What follows belongs to an exercise in optimizing a design on an open flow for small area and a short achievable clock period; a production flow would make more cautious choices. Only simulation tests tie the RTL to the original design; equivalence was not proved. Power is estimated from default activity; no workload was simulated.

job 101:
## ecc144_codec
module ecc144_codec (
    input  wire         clk,
    input  wire         rst,
    input  wire         in_valid,
    input  wire         in_op,         
    input  wire [2:0]   in_src,
    input  wire [127:0] in_data,
    input  wire [15:0]  in_check,
    output reg          out_valid,
    output reg  [127:0] out_data,
    output reg  [15:0]  out_check,
    output reg  [1:0]   out_status,
    output reg  [5:0]   out_sym,
    output reg  [3:0]   out_err,
    output reg  [15:0]  corr_cnt,
    output reg  [15:0]  uncorr_cnt,
    output reg  [2:0]   last_src,
    output reg  [5:0]   last_sym,
    output reg  [3:0]   last_err
);
    localparam [1:0] ST_OK = 2'd0, ST_CORR = 2'd1, ST_UNCORR = 2'd2;
    localparam [15:0] CNT_MAX = 16'hFFFE;
    function [3:0] gf_mul(input [3:0] x, input [3:0] y);
        reg [6:0] r;
        integer i;
        begin
            r = 7'd0;
            for (i = 0; i < 4; i = i + 1)
                if (y[i]) r = r ^ ({3'd0, x} << i);
            for (i = 6; i >= 4; i = i - 1)
                if (r[i]) r = r ^ (7'h13 << (i - 4));
            gf_mul = r[3:0];
        end
    endfunction
    function [3:0] col_q(input [3:0] a, input [3:0] b);
        begin
            col_q = gf_mul(a, a) ^ gf_mul(a, b) ^ gf_mul(4'h8, gf_mul(b, b));
        end
    endfunction
    wire [15:0] kg = in_check & {16{in_op}};
    wire [15:0] syn;
    wire t144 = in_data[87] ^ in_data[107];
    wire t145 = in_data[21] ^ in_data[29];
    wire t146 = in_data[39] ^ in_data[47];
    wire t147 = in_data[22] ^ in_data[30];
    wire t148 = in_data[69] ^ in_data[77];
    wire t149 = in_data[91] ^ in_data[95];
    wire t150 = in_data[76] ^ in_data[124];
    wire t151 = in_data[104] ^ in_data[108];
  ...
export LEC_CHECK = 0
export CAP_MARGIN = 20
export CORE_MARGIN = 2
export CORE_UTILIZATION = 40
export CTS_BUF_LIST = sky130_fd_sc_hd__clkbuf_8
export CTS_CLUSTER_DIAMETER = 50
export CTS_CLUSTER_SIZE = 16
export SETUP_SLACK_MARGIN = 4.6
export SLEW_MARGIN = 20
create_clock -name core_clock -period 7.5 [get_ports {clk}]
standard.sh (not shown) runs the stock make flow with config.mk's settings and CLKGATE_MAP_FILE= SYNTH_SCRIPT=/design/flow/synth_recipe.tcl, a recipe that flattens the netlist after the stock synthesis.
==> flow/flow/run.sh <==
#!/bin/bash
# The standard layout, with the input ports buffered by buf_2 cells and the output ports
# by buf_1 cells (after global placement, see out_bufs.tcl) instead of the default
# clkdlybuf4s50_1; the tools' output goes to standard.log here.
set -euo pipefail
export BUFFER_PORTS_ARGS="-inputs -buffer_cell sky130_fd_sc_hd__buf_2"
export POST_GLOBAL_PLACE_TCL="$PWD/flow/out_bufs.tcl"
bash standard.sh > standard.log 2>&1
==> flow/flow/out_bufs.tcl <==
# one buf_1 on every output port, placed by the detailed placement that follows
buffer_ports -outputs -buffer_cell sky130_fd_sc_hd__buf_1
### job 101 -> job 102
# job 101
export LEC_CHECK = 0
export CAP_MARGIN = 20
export CORE_MARGIN = 2
export CORE_UTILIZATION = 40
export CTS_BUF_LIST = sky130_fd_sc_hd__clkbuf_8
export CTS_CLUSTER_DIAMETER = 50
export CTS_CLUSTER_SIZE = 16
export SETUP_SLACK_MARGIN = 4.6
export SLEW_MARGIN = 20
create_clock -name core_clock -period 7.5 [get_ports {clk}]
# job 102
export LEC_CHECK = 0
export CAP_MARGIN = 20
export CORE_MARGIN = 2
export CORE_UTILIZATION = 55
export CTS_BUF_LIST = sky130_fd_sc_hd__clkbuf_8
export CTS_CLUSTER_DIAMETER = 50
export CTS_CLUSTER_SIZE = 16
export PLACE_DENSITY = 0.85
export SETUP_SLACK_MARGIN = 4.5
export SLEW_MARGIN = 20
create_clock -name core_clock -period 7.5 [get_ports {clk}]
--- outcome ---
Compare job 101 and job 102 | layout cell share with drive strength beyond 1 higher: job 101
In the flow results for job 101 and job 102, the wire length of the first global-routing pass is larger on job 101.
Job 102 ends up with higher sequential share of layout area than job 101 does.
Of job 101 and job 102, job 101 shows the lower final critical-path share of the clock period, with job 102 above it.
Worst endpoint data arrival time was higher in the run labelled job 101.
Compared with job 101, in job 102 utilization picked up an extra 16 points; total chip power now sits lower; cell area after synthesis essentially unchanged.
Sort job 101 and job 102 by aggregate routed wire length desc -> top: job 101
## Diff of input files: job 103 against job 102
# job 102
export LEC_CHECK = 0
export CAP_MARGIN = 20
export CORE_MARGIN = 2
export CORE_UTILIZATION = 55
export CTS_BUF_LIST = sky130_fd_sc_hd__clkbuf_8
export CTS_CLUSTER_DIAMETER = 50
export CTS_CLUSTER_SIZE = 16
export PLACE_DENSITY = 0.85
export SETUP_SLACK_MARGIN = 4.5
export SLEW_MARGIN = 20
create_clock -name core_clock -period 7.5 [get_ports {clk}]
# job 103
export LEC_CHECK = 0
export CAP_MARGIN = 20
export CORE_MARGIN = 2
export CORE_UTILIZATION = 40
export CTS_BUF_LIST = sky130_fd_sc_hd__clkbuf_8
export CTS_CLUSTER_DIAMETER = 50
export CTS_CLUSTER_SIZE = 16
export SETUP_SLACK_MARGIN = 3.8
export SLEW_MARGIN = 20
create_clock -name core_clock -period 7.5 [get_ports {clk}]
==> flow/flow/run.sh <==
#!/bin/bash
# The standard layout, with every port buffered by a buf_2 cell instead of the default
# clkdlybuf4s50_1 (smaller and faster); the tools' output goes to standard.log here.
set -euo pipefail
export BUFFER_PORTS_ARGS="-buffer_cell sky130_fd_sc_hd__buf_2"
bash standard.sh > standard.log 2>&1
removed: flow/flow/out_bufs.tcl
Buffer share of cell area: job 103 vs job 102, no meaningful difference
The global-route usage over all layers number comes out lower for job 103 vs job 102.
Compared with job 102, job 103 shows a clock network power share that is 1.5 points higher.
Note that the detailed-route via count recorded for job 102 amounts to 1.06 times the value seen in job 103.
Relative to job 103, the following input files were edited for job 104:
# job 103
export LEC_CHECK = 0
export CAP_MARGIN = 20
export CORE_MARGIN = 2
export CORE_UTILIZATION = 40
export CTS_BUF_LIST = sky130_fd_sc_hd__clkbuf_8
export CTS_CLUSTER_DIAMETER = 50
export CTS_CLUSTER_SIZE = 16
export SETUP_SLACK_MARGIN = 3.8
export SLEW_MARGIN = 20
create_clock -name core_clock -period 7.5 [get_ports {clk}]
# job 104
export LEC_CHECK = 0
export CAP_MARGIN = 20
export CORE_MARGIN = 2
export CORE_UTILIZATION = 60
export CTS_BUF_LIST = sky130_fd_sc_hd__clkbuf_8
export CTS_CLUSTER_DIAMETER = 50
export CTS_CLUSTER_SIZE = 16
export SETUP_SLACK_MARGIN = 4.5
export SLEW_MARGIN = 20
create_clock -name core_clock -period 7.5 [get_ports {clk}]
Results
Job 104 against job 103: fraction of met1 tracks used by global routing moved up, share of cell area taken by multi-input logic gates moved up, period utilization moved down. Number of non-clock buffers in the layout (job 104 over job 103): increase, 29. Fmax | job 104 vs job 103 | job 104 faster.

-- separate check: timing with driven ports --
How much do the figures lean on ideal ports? The routed layouts below were timed once more, with nothing changed but the port constraints. Step 1, drivers: a clkbuf_16 drives clk and a buf_2 each remaining input, both assumed. Step 2 moves the port delays by t, midway between the first and last clock arrival at a register: inputs arrive t later, outputs are due t later. That takes back most of the time a late clock gives input paths. a / b / c = ideal / step 1 / step 2; a / b = the first two.
| run | shift t [ns] | setup WS [ns] | clock arrival spread, ns |
|---|---|---|---|
| job 101 | 0.670 | 4.528 / 4.561 / 3.890 | 0.052 / 0.053 |
| job 102 | 0.607 | 4.497 / 4.497 / 3.935 | 0.047 / 0.047 |
| job 103 | 0.663 | 3.869 / 3.869 / 3.606 | 0.038 / 0.038 |
| job 104 | 0.605 | 4.484 / 4.484 / 3.911 | 0.039 / 0.040 |
After both steps setup and hold are still met in every run listed. The setup slack of job 101, which loses most, moves by +0.033 ns with the drivers and by -0.638 ns with both steps.
